From an optimization exercise on the open Yosys and OpenROAD flow, aimed at small area; shortcuts taken in it are not production practice.
Only simulation tests tie the RTL to the original design; equivalence was not proved.

== JK ==
## le_lane_alu
module le_lane_alu (
    input  wire        clk,
    input  wire        rst,         
    input  wire        in_valid,
    input  wire [2:0]  op,
    input  wire        mod_sel,     
    input  wire [31:0] a,
    input  wire [31:0] b,
    input  wire [31:0] w,
    output reg         out_valid,
    output wire [31:0] x,
    output wire [31:0] y
);
Size in the first run: roughly 260 flip-flops, roughly 170 I/O pins.
Settings: LEC_CHECK=0, ABC_AREA=1, CAP_MARGIN=20, CORE_MARGIN=2, CORE_UTILIZATION=40, CTS_CLUSTER_DIAMETER=120, CTS_CLUSTER_SIZE=24, SLEW_MARGIN=20, SYNTH_HIERARCHICAL=1, SYNTH_MINIMUM_KEEP_SIZE=0; clock period 18.0 ns.
standard.sh (not shown) runs the stock make flow with config.mk's settings and CLKGATE_MAP_FILE= SYNTH_SCRIPT=/design/flow/synth_recipe.tcl, a recipe that flattens the netlist after the stock synthesis.
==> flow/flow/run.sh <==
#!/bin/bash
# Own flow: the standard layout, except that
#  - synthesis maps the logic between the flip-flops with flow/abc.script
#    (see abc_wrap.tcl); it is otherwise the standard flow's own script (synth_recipe.tcl),
#    so the registers and their names are the standard synthesis's;
#  - the buffers ORFS puts on every input and output port are buf_1 cells.
set -euo pipefail
W=$(pwd)
{ echo "set ::own_abc_script $W/flow/abc.script"; cat "$W/flow/abc_wrap.tcl" "$W/synth_recipe.tcl"; } > "$W/own_synth.tcl"
sed "s#SYNTH_SCRIPT=[^ ]*#SYNTH_SCRIPT=$W/own_synth.tcl#" "$W/standard.sh" > "$W/own_synth.sh"
grep -q "SYNTH_SCRIPT=$W/own_synth.tcl" "$W/own_synth.sh"
sed 's#^make -C \(.*\) "\${@:-finish}"$#make -C \1 BUFFER_PORTS_ARGS=-buffer_cell\\ sky130_fd_sc_hd__buf_1 "${@:-finish}"#' "$W/standard.sh" > "$W/own_layout.sh"
grep -q "BUFFER_PORTS_ARGS" "$W/own_layout.sh"
bash "$W/own_synth.sh" synth > "$W/synth.log" 2>&1
bash "$W/own_layout.sh" > "$W/layout.log" 2>&1
==> flow/flow/abc.script <==
strash
ifraig
scorr
dc2
strash
&get -n
&dch -f
&nf -R 1000 {D}
&put
==> flow/flow/abc_wrap.tcl <==
# Runs before synth_recipe.tcl. Every abc call of ORFS's synthesis is made with
# flow/abc.script (ABC's default mapping script for a liberty, with more area
# recovery rounds in &nf), and with the clock period in picoseconds (ORFS hands
# ABC the period in the SDC's unit, nanoseconds here, which ABC reads as
# picoseconds and so maps every cone for speed).
proc abc {args} {
  foreach opt {-script -D} {
    set i [lsearch -exact $args $opt]
    if {$i >= 0} { set args [lreplace $args $i [expr {$i + 1}]] }
  }
  set ps 18000
  if {[info exists ::env(FLOW_PERIOD_NS)] && $::env(FLOW_PERIOD_NS) ne ""} {
    set ps [expr {int(round($::env(FLOW_PERIOD_NS) * 1000))}]
  }
  yosys abc -script $::own_abc_script -D $ps {*}$args
}
What MS does differently from JK at the input level:
Settings: a deleted CTS_CLUSTER_SIZE that had been 24; a deleted CTS_CLUSTER_DIAMETER that had been 120.
Results
- MS vs. JK: total wire length after detailed routing rose 330 microns, worst path buffer plus inverter count held, final core area utilization rose by 0.75 points.
- Relative to JK, the number of buffers created by CTS of MS is higher by 14.
- Between JK and MS, the cell count went up.
- Diff JK -> MS: number of nets in the finished design shows an increase of 14, wire length of the first global-routing pass held.

* * *

Setup of v6:
le_lane_alu again, from the RTL that the note above started with.
clock: 18.0 ns
lec_check: 0
abc_area: 1
cap_margin: 20
core_margin: 2
core_utilization: 40
slew_margin: 20
synth_hierarchical: 1
synth_minimum_keep_size: 0
==> flow/flow/run.sh <==
#!/bin/bash
# Own flow: the standard layout, except that synthesis maps the logic
# between the flip-flops with ABC's default script (see abc_wrap.tcl).
# Synthesis is otherwise the standard flow's own script (synth_recipe.tcl), so the
# registers and their names are the standard synthesis's.
set -euo pipefail
W=$(pwd)
cat "$W/flow/abc_wrap.tcl" "$W/synth_recipe.tcl" > "$W/own_synth.tcl"
sed "s#SYNTH_SCRIPT=[^ ]*#SYNTH_SCRIPT=$W/own_synth.tcl#" "$W/standard.sh" > "$W/own_synth.sh"
grep -q "SYNTH_SCRIPT=$W/own_synth.tcl" "$W/own_synth.sh"
bash "$W/own_synth.sh" synth > "$W/synth.log" 2>&1
bash "$W/standard.sh" > "$W/layout.log" 2>&1
==> flow/flow/abc_wrap.tcl <==
# Runs before synth_recipe.tcl. Every abc call of ORFS's synthesis is made with
# ABC's own default mapping script for a liberty, and with the clock period in
# picoseconds (ORFS hands ABC the period in the SDC's unit, nanoseconds here,
# which ABC reads as picoseconds and so maps every cone for speed).
proc abc {args} {
  foreach opt {-script -D} {
    set i [lsearch -exact $args $opt]
    if {$i >= 0} { set args [lreplace $args $i [expr {$i + 1}]] }
  }
  set ps 18000
  if {[info exists ::env(FLOW_PERIOD_NS)] && $::env(FLOW_PERIOD_NS) ne ""} {
    set ps [expr {int(round($::env(FLOW_PERIOD_NS) * 1000))}]
  }
  lappend args -D $ps
  yosys abc {*}$args
}
v6 ran to completion and came out clean on the timing, DRC and antenna checks.
### v6 -> v7
- setting CTS_CLUSTER_DIAMETER to 150 for the first time
- setting CTS_CLUSTER_SIZE to 32 for the first time
==> flow/flow/run.sh <==
#!/bin/bash
# Own flow: the standard layout, except that
#  - synthesis maps the logic between the flip-flops with flow/abc.script
#    (see abc_wrap.tcl); it is otherwise the standard flow's own script (synth_recipe.tcl),
#    so the registers and their names are the standard synthesis's;
#  - the buffers ORFS puts on every input and output port are buf_1 cells.
set -euo pipefail
W=$(pwd)
{ echo "set ::own_abc_script $W/flow/abc.script"; cat "$W/flow/abc_wrap.tcl" "$W/synth_recipe.tcl"; } > "$W/own_synth.tcl"
sed "s#SYNTH_SCRIPT=[^ ]*#SYNTH_SCRIPT=$W/own_synth.tcl#" "$W/standard.sh" > "$W/own_synth.sh"
grep -q "SYNTH_SCRIPT=$W/own_synth.tcl" "$W/own_synth.sh"
sed 's#^make -C \(.*\) "\${@:-finish}"$#make -C \1 BUFFER_PORTS_ARGS=-buffer_cell\\ sky130_fd_sc_hd__buf_1 "${@:-finish}"#' "$W/standard.sh" > "$W/own_layout.sh"
grep -q "BUFFER_PORTS_ARGS" "$W/own_layout.sh"
bash "$W/own_synth.sh" synth > "$W/synth.log" 2>&1
bash "$W/own_layout.sh" > "$W/layout.log" 2>&1
==> flow/flow/abc.script (new file) <==
strash
ifraig
scorr
dc2
strash
&get -n
&dch -f
&nf -R 1000 {D}
&put
diff --git a/flow/flow/abc_wrap.tcl b/flow/flow/abc_wrap.tcl
--- a/flow/flow/abc_wrap.tcl
+++ b/flow/flow/abc_wrap.tcl
@@ -2,3 +2,4 @@
-# ABC's own default mapping script for a liberty, and with the clock period in
-# picoseconds (ORFS hands ABC the period in the SDC's unit, nanoseconds here,
-# which ABC reads as picoseconds and so maps every cone for speed).
+# flow/abc.script (ABC's default mapping script for a liberty, with more area
+# recovery rounds in &nf), and with the clock period in picoseconds (ORFS hands
+# ABC the period in the SDC's unit, nanoseconds here, which ABC reads as
+# picoseconds and so maps every cone for speed).
@@ -14,2 +15 @@
-  lappend args -D $ps
-  yosys abc {*}$args
+  yosys abc -script $::own_abc_script -D $ps {*}$args
==> run notes <==
As far as global-route total usage across every layer is concerned, v7 and v6 perform about the same. Post-CTS resize count came out exactly the same in v7 and v6. Lower post-synthesis to final-layout area growth goes to v7 over v6. Higher clock network area share goes to v6 over v7. Re first-pass GRT wire length: v6 was higher than v7.

afterwards: timing with drivers on the ports:
How much do the figures lean on ideal ports? The routed layouts below were timed once more, with nothing changed but the port constraints. Step 1 assumes that a clkbuf_16 drives the clock port and a buf_2 every other input. Step 2 moves the port delays by t, midway between the first and last clock arrival at a register: inputs arrive t later, outputs are due t later. That takes back most of the time a late clock gives input paths. Slacks: ideal / step 1 / step 2; pairs: ideal / step 1.
run	t, ns	setup slack, ns	hold slack, ns	worst setup path after step 2	slew at the worst register clock pin (ns)
JK	0.593	2.114 / 2.053 / 2.646	0.322 / 0.322 / 0.322	register to output	0.10 / 0.10
MS	0.655	1.966 / 1.905 / 2.561	0.304 / 0.304 / 0.304	register to output	0.06 / 0.06
v6	0.645	1.543 / 1.476 / 2.122	0.296 / 0.296 / 0.296	register to output	0.07 / 0.07
v7	0.583	2.113 / 2.044 / 2.627	0.333 / 0.333 / 0.333	register to output	0.12 / 0.12
After both steps every run listed still meets setup and hold.
